Source: an optimization exercise on an open RTL-to-GDS flow (aim: small area, a short achievable clock period and few clock cycles). Production flows keep margins and buffers that such runs may drop. RTL that was checked went through simulation tests only; none was proved equivalent to the original. Power and IR drop assume default switching activity.

Design ledger_cvt, start of the top module:
module ledger_cvt (
    input  wire         clk,
    input  wire         rst,
    input  wire         in_valid,
    output wire         in_ready,
    input  wire [127:0] in_word,
    input  wire [9:0]   in_eref,
    input  wire [1:0]   in_fmt,      
    input  wire [1:0]   in_mode,     
    input  wire         in_flush,    
    output reg          out_valid,
    output reg  [31:0]  out_bits,
    output reg          out_range
);
    assign in_ready = 1'b1;
    reg         v0;
    reg [127:0] word0;
    reg [10:0]  s0;       
    reg [1:0]   fmt0, mode0;
    reg         flush0;
    always @(posedge clk) begin
        v0     <= rst ? 1'b0 : in_valid;
        word0  <= in_word;
        s0     <= ((in_fmt == 2'd2) ? 11'sd82 : -11'sd30) - {in_eref[9], in_eref};
        fmt0   <= in_fmt;
        mode0  <= in_mode;
        flush0 <= in_flush;
    end
    wire [24:0] win;
    wire        sticky, neg, is_nan, is_sat, is_zero;
    wire [7:0]  t;
    wire [10:0] ep;
    ledger_cvt_core core (
        .word(word0), .s(s0),
        .win(win), .sticky(sticky), .neg(neg), .t(t), .ep(ep),
        .is_nan(is_nan), .is_sat(is_sat), .is_zero(is_zero));
    reg         v1;
    reg [24:0]  win1;
    reg         sticky1, neg1, nan1, sat1, zero1;
    reg [7:0]   t1;
    reg [10:0]  ep1;
    reg [1:0]   fmt1, mode1;
    reg         flush1;
    always @(posedge clk) begin
        v1      <= rst ? 1'b0 : v0;
        win1    <= win;
        sticky1 <= sticky;
        neg1    <= neg;
        t1      <= t;
        ep1     <= ep;
        nan1    <= is_nan;
        sat1    <= is_sat;
        zero1   <= is_zero;
        fmt1    <= fmt0;
        mode1   <= mode0;
        flush1  <= flush0;
    end
  ...
export LEC_CHECK = 0
export CAP_MARGIN = 20
export CORE_MARGIN = 2
export CORE_UTILIZATION = 50
export PLACE_DENSITY = 0.7
export SLEW_MARGIN = 20
create_clock -name core_clock -period 35.0 [get_ports {clk}]
standard.sh (not shown) runs the stock make flow with config.mk's settings and CLKGATE_MAP_FILE= SYNTH_SCRIPT=/design/flow/synth_recipe.tcl, a recipe that flattens the netlist after the stock synthesis.
==> flow/flow/run.sh <==
#!/bin/bash
# The standard layout (standard.sh) with four changes:
#  - synthesis maps the logic with an area-oriented ABC script (flow/synth.tcl);
#  - ports are buffered with buf_1 instead of the default buffer cell;
#  - clock tree synthesis adds no dummy loads;
#  - timing repair aims at an 8.3 ns period (setup margin 26.7 ns on the 35 ns
#    clock).  The constraints themselves are unchanged.
set -euo pipefail
export MY_WORK_DIR=$(pwd)
export MY_FLOW_DIR=$(pwd)/flow
bash standard.sh "SYNTH_SCRIPT=$MY_FLOW_DIR/synth.tcl" \
  "BUFFER_PORTS_ARGS=-buffer_cell sky130_fd_sc_hd__buf_1" \
  "CTS_ARGS=-sink_clustering_enable -repair_clock_nets -dont_use_dummy_load" \
  "SETUP_SLACK_MARGIN=26.7" finish > flow_make.log 2>&1
==> flow/flow/area.abc <==
strash; dch -f; amap
==> flow/flow/synth.tcl <==
# synth_recipe.tcl (the standard synthesis) with one change: ABC maps the
# logic with flow/area.abc, an area-oriented script (amap; the layout flow
# buffers and sizes), instead of ORFS's script.  Registers are mapped before ABC
# runs, so their cells and names are the standard synthesis's.
proc abc {args} {
  set i [lsearch -exact $args -script]
  if {$i >= 0} { lset args [expr {$i + 1}] $::env(MY_FLOW_DIR)/area.abc }
  yosys abc {*}$args
}
source $::env(MY_WORK_DIR)/synth_recipe.tcl
Testbench counts at the start, summed over its fixed seeds: cycles 16,024.
Rerun with:
==> flow/flow/area.abc (replaced) <==
strash; dc2; dch -f; amap
CORE_UTILIZATION = 42   (was 50)
PLACE_DENSITY = 0.65   (was 0.7)
Setup slack improves by 0.0034 ns. Count of clock-buffer cells in the layout fell by 1. First-iteration DRC count fell by 23%. Utilization fell by 12 points. Via count fell by 5.4%. Routed wire length fell by 6.8%. Design area fell by 3.8%. Synthesized area fell by 1.6%.
Rerun with:
CORE_UTILIZATION = 50   (was 42)
PLACE_DENSITY = 0.7   (was 0.65)
What happened: Register-to-register slack is worse by 0.03 ns. Clock-buffer cell count does not change. Routed wire length goes up by 4.9%.
Rerun with:
==> flow/flow/run.sh (replaced) <==
#!/bin/bash
# The standard layout (standard.sh) with three changes:
#  - synthesis maps the logic with an area-oriented ABC script (flow/synth.tcl);
#  - ports are buffered with buf_1 instead of the default buffer cell;
#  - timing repair aims at an 8.15 ns period (setup margin 26.85 ns on the 35 ns
#    clock).  The constraints themselves are unchanged.
set -euo pipefail
export MY_WORK_DIR=$(pwd)
export MY_FLOW_DIR=$(pwd)/flow
bash standard.sh "SYNTH_SCRIPT=$MY_FLOW_DIR/synth.tcl" \
  "BUFFER_PORTS_ARGS=-buffer_cell sky130_fd_sc_hd__buf_1" \
  "SETUP_SLACK_MARGIN=26.85" finish > flow_make.log 2>&1
==> flow/flow/area.abc (replaced) <==
strash; dch -f; amap
Outcome:
- The changed run went through all stages and came out clean
- utilization went up by 3.2 points
- area after synthesis went up by 1.7%
- register-to-register slack is better by 0.14 ns
- cell area went up by 5.9%
- count of clock-buffer cells in the layout went up by 6
- global-route usage went down by 0.29 points
- worst setup slack is better by 0.060 ns
- power went up by 6.9%
- cell count went up by 1.5%
- sequential share of layout area went down by 1.9 points
Rerun with:
==> flow/flow/run.sh (replaced) <==
#!/bin/bash
# The standard layout (standard.sh) with four changes:
#  - synthesis maps the logic with an area-oriented ABC script (flow/synth.tcl);
#  - ports are buffered with buf_1 instead of the default buffer cell;
#  - clock tree synthesis adds no dummy loads;
#  - timing repair aims at an 8.15 ns period (setup margin 26.85 ns on the 35 ns
#    clock).  The constraints themselves are unchanged.
set -euo pipefail
export MY_WORK_DIR=$(pwd)
export MY_FLOW_DIR=$(pwd)/flow
bash standard.sh "SYNTH_SCRIPT=$MY_FLOW_DIR/synth.tcl" \
  "BUFFER_PORTS_ARGS=-buffer_cell sky130_fd_sc_hd__buf_1" \
  "CTS_ARGS=-sink_clustering_enable -repair_clock_nets -dont_use_dummy_load" \
  "SETUP_SLACK_MARGIN=26.85" finish > flow_make.log 2>&1
==> flow/flow/area.abc (replaced) <==
strash; dc2; dch -f; amap
=> Utilization falls by 2.2 points; cell count drops slightly; power drops by a few percent; clock power goes down by about a fifth.
Rerun with:
==> flow/flow/run.sh (replaced) <==
#!/bin/bash
# The standard layout (standard.sh) with three changes:
#  - synthesis maps the logic with an area-oriented ABC script (flow/synth.tcl);
#  - ports are buffered with buf_1 instead of the default buffer cell;
#  - timing repair aims at an 8 ns period (setup margin 27 ns on the 35 ns
#    clock).  The constraints themselves are unchanged.
set -euo pipefail
export MY_WORK_DIR=$(pwd)
export MY_FLOW_DIR=$(pwd)/flow
bash standard.sh "SYNTH_SCRIPT=$MY_FLOW_DIR/synth.tcl" \
  "BUFFER_PORTS_ARGS=-buffer_cell sky130_fd_sc_hd__buf_1" \
  "SETUP_SLACK_MARGIN=27" finish > flow_make.log 2>&1
==> flow/flow/area.abc (replaced) <==
strash; dch -f; amap; topo; stime -c; buffer -c; upsize -c; dnsize -c
==> flow/flow/synth.tcl (replaced) <==
# synth_recipe.tcl (the standard synthesis) with one change: ABC maps the
# logic with flow/area.abc, an area-oriented script (amap, then buffering
# and sizing), instead of ORFS's script.  Registers are mapped before ABC
# runs, so their cells and names are the standard synthesis's.
proc abc {args} {
  set i [lsearch -exact $args -script]
  if {$i >= 0} { lset args [expr {$i + 1}] $::env(MY_FLOW_DIR)/area.abc }
  yosys abc {*}$args
}
source $::env(MY_WORK_DIR)/synth_recipe.tcl
After rerunning: The changed run produced a clean layout; critical path depth shrinks by 1; non-clock buffer count rose by 28; worst setup slack is better by 0.12 ns; sequential power hardly moves; power goes up by 15%; cell count increases by 4.2%; combinational power rises by 11%; first-iteration DRC count is higher by 65%; core utilization climbs by 1.1 points; clock power grows by 47%; design area rises by 6.5%.


Another version of the RTL of ledger_cvt (not shown whole).
Size in the first run: roughly 230 flip-flops, roughly 180 I/O pins, about 11000 um2 of cells after synthesis.
==> flow/config.mk <==
export PLATFORM = sky130hd
export DESIGN_NAME = ledger_cvt
export DESIGN_NICKNAME = ledger_cvt
export VERILOG_FILES = /design/flow/design.v
export SDC_FILE = /design/flow/constraint.sdc
export NUM_CORES = 4
export LEC_CHECK = 0
export CAP_MARGIN = 20
export CORE_MARGIN = 2
export CORE_UTILIZATION = 50
export PLACE_DENSITY = 0.7
export SLEW_MARGIN = 20
==> flow/constraint.sdc <==
create_clock -name core_clock -period 35.0 [get_ports {clk}]
set_input_delay 7.0000 -clock core_clock [delete_from_list [all_inputs] [get_ports {clk}]]
set_output_delay 7.0000 -clock core_clock [all_outputs]
set_load 0.01 [all_outputs]
==> flow/flow/run.sh <==
#!/bin/bash
# The standard layout (standard.sh) with four changes:
#  - synthesis maps the logic with an area-oriented ABC script (flow/synth.tcl);
#  - ports are buffered with buf_1 instead of the default buffer cell;
#  - clock tree synthesis adds no dummy loads;
#  - timing repair aims at an 8.45 ns period (setup margin 26.55 ns on the 35 ns
#    clock).  The constraints themselves are unchanged.
set -euo pipefail
export MY_WORK_DIR=$(pwd)
export MY_FLOW_DIR=$(pwd)/flow
bash standard.sh "SYNTH_SCRIPT=$MY_FLOW_DIR/synth.tcl" \
  "BUFFER_PORTS_ARGS=-buffer_cell sky130_fd_sc_hd__buf_1" \
  "CTS_ARGS=-sink_clustering_enable -repair_clock_nets -dont_use_dummy_load" \
  "SETUP_SLACK_MARGIN=26.55" finish > flow_make.log 2>&1
==> flow/flow/area.abc <==
strash; dc2; dch -f; amap
==> flow/flow/synth.tcl <==
# synth_recipe.tcl (the standard synthesis) with one change: ABC maps the
# logic with flow/area.abc, an area-oriented script (amap; the layout flow
# buffers and sizes), instead of ORFS's script.  Registers are mapped before ABC
# runs, so their cells and names are the standard synthesis's.
proc abc {args} {
  set i [lsearch -exact $args -script]
  if {$i >= 0} { lset args [expr {$i + 1}] $::env(MY_FLOW_DIR)/area.abc }
  yosys abc {*}$args
}
source $::env(MY_WORK_DIR)/synth_recipe.tcl
The starting point went through all stages and came out clean.
Next try:
--- a/flow/flow/run.sh
+++ b/flow/flow/run.sh
@@ -4,5 +4,5 @@
 #  - ports are buffered with buf_1 instead of the default buffer cell;
 #  - clock tree synthesis adds no dummy loads;
-#  - timing repair aims at an 8.45 ns period (setup margin 26.55 ns on the 35 ns
+#  - timing repair aims at an 8.6 ns period (setup margin 26.4 ns on the 35 ns
 #    clock).  The constraints themselves are unchanged.
 set -euo pipefail
@@ -12,3 +12,3 @@
   "BUFFER_PORTS_ARGS=-buffer_cell sky130_fd_sc_hd__buf_1" \
   "CTS_ARGS=-sink_clustering_enable -repair_clock_nets -dont_use_dummy_load" \
-  "SETUP_SLACK_MARGIN=26.55" finish > flow_make.log 2>&1
+  "SETUP_SLACK_MARGIN=26.4" finish > flow_make.log 2>&1
Outcome: The new run passed the timing, design-rule and antenna checks. Non-clock buffer count came out lower by 25. Cell area came out lower by a few percent. Critical path depth does not change. Via count came out lower slightly.
No run of this note included a check of the RTL's function; only the layout flow was run.


violet:
ledger_cvt with an RTL version that a note above also has.
Size: ~1,300 cells after synthesis, about 180 I/O pins.
==> flow/design.v (excerpt) <==
module ledger_cvt (
    input  wire         clk,
    input  wire         rst,
    input  wire         in_valid,
    output wire         in_ready,
    input  wire [127:0] in_word,
    input  wire [9:0]   in_eref,
    input  wire [1:0]   in_fmt,      
    input  wire [1:0]   in_mode,     
    input  wire         in_flush,    
    output reg          out_valid,
    output reg  [31:0]  out_bits,
    output reg          out_range
);
Settings: LEC_CHECK=0, CAP_MARGIN=20, CORE_MARGIN=2, CORE_UTILIZATION=50, PLACE_DENSITY=0.7, SLEW_MARGIN=20; clock period 35.0 ns.
==> flow/flow/run.sh <==
#!/bin/bash
# The standard layout (standard.sh) with four changes:
#  - synthesis maps the logic with an area-oriented ABC script (flow/synth.tcl);
#  - ports are buffered with buf_1 instead of the default buffer cell;
#  - clock tree synthesis adds no dummy loads;
#  - timing repair aims at an 8.3 ns period (setup margin 26.7 ns on the 35 ns
#    clock).  The constraints themselves are unchanged.
set -euo pipefail
export MY_WORK_DIR=$(pwd)
export MY_FLOW_DIR=$(pwd)/flow
bash standard.sh "SYNTH_SCRIPT=$MY_FLOW_DIR/synth.tcl" \
  "BUFFER_PORTS_ARGS=-buffer_cell sky130_fd_sc_hd__buf_1" \
  "CTS_ARGS=-sink_clustering_enable -repair_clock_nets -dont_use_dummy_load" \
  "SETUP_SLACK_MARGIN=26.7" finish > flow_make.log 2>&1
==> flow/flow/area.abc <==
strash; dc2; dch -f; amap -A 500 -F 10
Scripts as last shown in full above: flow/flow/synth.tcl
Testbench counts of violet, summed over its fixed seeds: cycles 16,024.
Inputs modified between violet and willow:
# violet
export LEC_CHECK = 0
export CAP_MARGIN = 20
export CORE_MARGIN = 2
export CORE_UTILIZATION = 50
export PLACE_DENSITY = 0.7
export SLEW_MARGIN = 20
create_clock -name core_clock -period 35.0 [get_ports {clk}]
# willow
export LEC_CHECK = 0
export CAP_MARGIN = 20
export CORE_MARGIN = 2
export CORE_UTILIZATION = 58
export PLACE_DENSITY = 0.75
export SLEW_MARGIN = 20
create_clock -name core_clock -period 35.0 [get_ports {clk}]
==> flow/flow/area.abc <==
strash; dc2; dch -f; amap
==> comparison <==
- willow: flow completed, timing, DRC and antenna clean
- willow: non-clock buffer count lower than violet
- In willow the signed area change from the synthesized netlist to the final layout turned out 1.1 points lower than in violet.
- The higher total power per unit cell area came out of violet.
- From violet to willow, count of clock-buffer cells in the layout did not move at all.
- Share of power burned in the clock network in willow is 0.6 points higher than in violet
- Min complex-gate fraction of the synthesized area across violet and willow: willow
- Number of buffers added for setup after CTS for willow: 5 up relative to violet
- Comparing violet and willow, the higher area of the die is on violet.
- [diff] via count, willow relative to violet: regression
- willow gives less critical path depth than violet did.
Input-level comparison between onyx and willow:
# willow
export LEC_CHECK = 0
export CAP_MARGIN = 20
export CORE_MARGIN = 2
export CORE_UTILIZATION = 58
export PLACE_DENSITY = 0.75
export SLEW_MARGIN = 20
create_clock -name core_clock -period 35.0 [get_ports {clk}]
# onyx
export LEC_CHECK = 0
export CAP_MARGIN = 20
export CORE_MARGIN = 2
export CORE_UTILIZATION = 50
export PLACE_DENSITY = 0.7
export SLEW_MARGIN = 20
create_clock -name core_clock -period 35.0 [get_ports {clk}]
==> flow/flow/run.sh <==
#!/bin/bash
# The standard layout (standard.sh) with three changes:
#  - synthesis maps the logic with an area-oriented ABC script (flow/synth.tcl);
#  - ports are buffered with buf_1 instead of the default buffer cell;
#  - timing repair aims at an 8 ns period (setup margin 27 ns on the 35 ns
#    clock).  The constraints themselves are unchanged.
set -euo pipefail
export MY_WORK_DIR=$(pwd)
export MY_FLOW_DIR=$(pwd)/flow
bash standard.sh "SYNTH_SCRIPT=$MY_FLOW_DIR/synth.tcl" \
  "BUFFER_PORTS_ARGS=-buffer_cell sky130_fd_sc_hd__buf_1" \
  "SETUP_SLACK_MARGIN=27" finish > flow_make.log 2>&1
==> flow/flow/area.abc <==
strash; dch -f; amap
## What came out
Final total power was lower in the run labelled willow. onyx vs willow on worst slew slack as a fraction of its limit: onyx is the lower one. In the reports for onyx and willow, the smaller clock buffer and inverter area fraction after layout belongs to willow. onyx — leakage dissipation 8.6% higher, willow as reference. Relative to willow, the cell area of onyx is higher by 6.8%. onyx against willow: fmax went up about 0.6%; highest cell delay on the worst timing path picked up an extra 0.15 ns.
--- input diff onyx..raven ---
==> flow/flow/run.sh <==
#!/bin/bash
# The standard layout (standard.sh) with four changes:
#  - synthesis maps the logic with an area-oriented ABC script (flow/synth.tcl);
#  - ports are buffered with buf_1 instead of the default buffer cell;
#  - clock tree synthesis adds no dummy loads;
#  - timing repair aims at an 8.6 ns period (setup margin 26.4 ns on the 35 ns
#    clock).  The constraints themselves are unchanged.
set -euo pipefail
export MY_WORK_DIR=$(pwd)
export MY_FLOW_DIR=$(pwd)/flow
bash standard.sh "SYNTH_SCRIPT=$MY_FLOW_DIR/synth.tcl" \
  "BUFFER_PORTS_ARGS=-buffer_cell sky130_fd_sc_hd__buf_1" \
  "CTS_ARGS=-sink_clustering_enable -repair_clock_nets -dont_use_dummy_load" \
  "SETUP_SLACK_MARGIN=26.4" finish > flow_make.log 2>&1
==> flow/flow/area.abc <==
strash; dc2; dch -f; amap
==> results.txt <==
- Via total after detailed routing | raven below onyx
- The register-to-register slack reported for raven is smaller than that of onyx by 0.37 ns.
- Routed wire length: raven < onyx
- Compared with onyx, raven degrades top achievable clock speed.
- Synthesized area for raven is lower than for onyx.
Setup changes, raven to tundra
--- a/flow/flow/run.sh
+++ b/flow/flow/run.sh
@@ -4,5 +4,5 @@
 #  - ports are buffered with buf_1 instead of the default buffer cell;
 #  - clock tree synthesis adds no dummy loads;
-#  - timing repair aims at an 8.6 ns period (setup margin 26.4 ns on the 35 ns
+#  - timing repair aims at an 8.45 ns period (setup margin 26.55 ns on the 35 ns
 #    clock).  The constraints themselves are unchanged.
 set -euo pipefail
@@ -12,3 +12,3 @@
   "BUFFER_PORTS_ARGS=-buffer_cell sky130_fd_sc_hd__buf_1" \
   "CTS_ARGS=-sink_clustering_enable -repair_clock_nets -dont_use_dummy_load" \
-  "SETUP_SLACK_MARGIN=26.4" finish > flow_make.log 2>&1
+  "SETUP_SLACK_MARGIN=26.55" finish > flow_make.log 2>&1
==> comparison <==
When tundra is set beside raven, its proportion of cell area occupied by multi-input gates turns out to be 0.18 points smaller.
Power share of the clock group: higher on raven
Max total of fill cells in the finished design across tundra and raven: raven
The part of the cycle the worst path needs of tundra falls short of that of raven by 0.29 points.

## re-timing with driven ports
How much do the figures lean on ideal ports? The routed layouts below were timed once more, with nothing changed but the port constraints.
Step 1 (the two cells are an assumption about what drives the block):
set clk [get_ports {clk}]
set_driving_cell -lib_cell sky130_fd_sc_hd__clkbuf_16 $clk
set_driving_cell -lib_cell sky130_fd_sc_hd__buf_2 [delete_from_list [all_inputs] $clk]
Step 2 adds t to the input delays and takes it off the output delays; t is the mean of the earliest and latest rising clock arrival at the registers after step 1. Input paths then give back, and output paths get back, about the clock's delay inside the block.
Three values: ideal ports, drivers, drivers and shift; two values: the first two.
| run | t, ns | slack for setup (ns) | slew at the worst register clock pin (ns) |
|---|---|---|---|
| the first run of note 1 | 0.568 | 26.875 / 26.899 / 26.331 | 0.06 / 0.06 |
| the second run of note 1 | 0.558 | 26.879 / 26.907 / 26.349 | 0.06 / 0.06 |
| the third run of note 1 | 0.558 | 26.849 / 26.878 / 26.319 | 0.06 / 0.06 |
| the fourth run of note 1 | 0.577 | 26.909 / 26.918 / 26.342 | 0.07 / 0.07 |
| the fifth run of note 1 | 0.552 | 26.815 / 26.830 / 26.278 | 0.06 / 0.06 |
| the sixth run of note 1 | 0.583 | 26.938 / 26.964 / 26.382 | 0.06 / 0.06 |
| the first run of note 2 | 0.555 | 26.820 / 26.828 / 26.273 | 0.06 / 0.06 |
| the second run of note 2 | 0.564 | 26.701 / 26.721 / 26.157 | 0.06 / 0.06 |
| violet | 0.555 | 26.734 / 26.764 / 26.209 | 0.06 / 0.06 |
| willow | 0.556 | 26.846 / 26.872 / 26.316 | 0.06 / 0.06 |
| onyx | 0.578 | 26.898 / 26.908 / 26.330 | 0.07 / 0.07 |
| raven | 0.557 | 26.635 / 26.661 / 26.103 | 0.06 / 0.06 |
| tundra | 0.558 | 26.736 / 26.759 / 26.201 | 0.06 / 0.06 |
After both steps setup and hold are still met in every run listed. For onyx, which loses most, drivers alone change the setup slack by +0.010 ns; drivers and shift together by -0.568 ns.
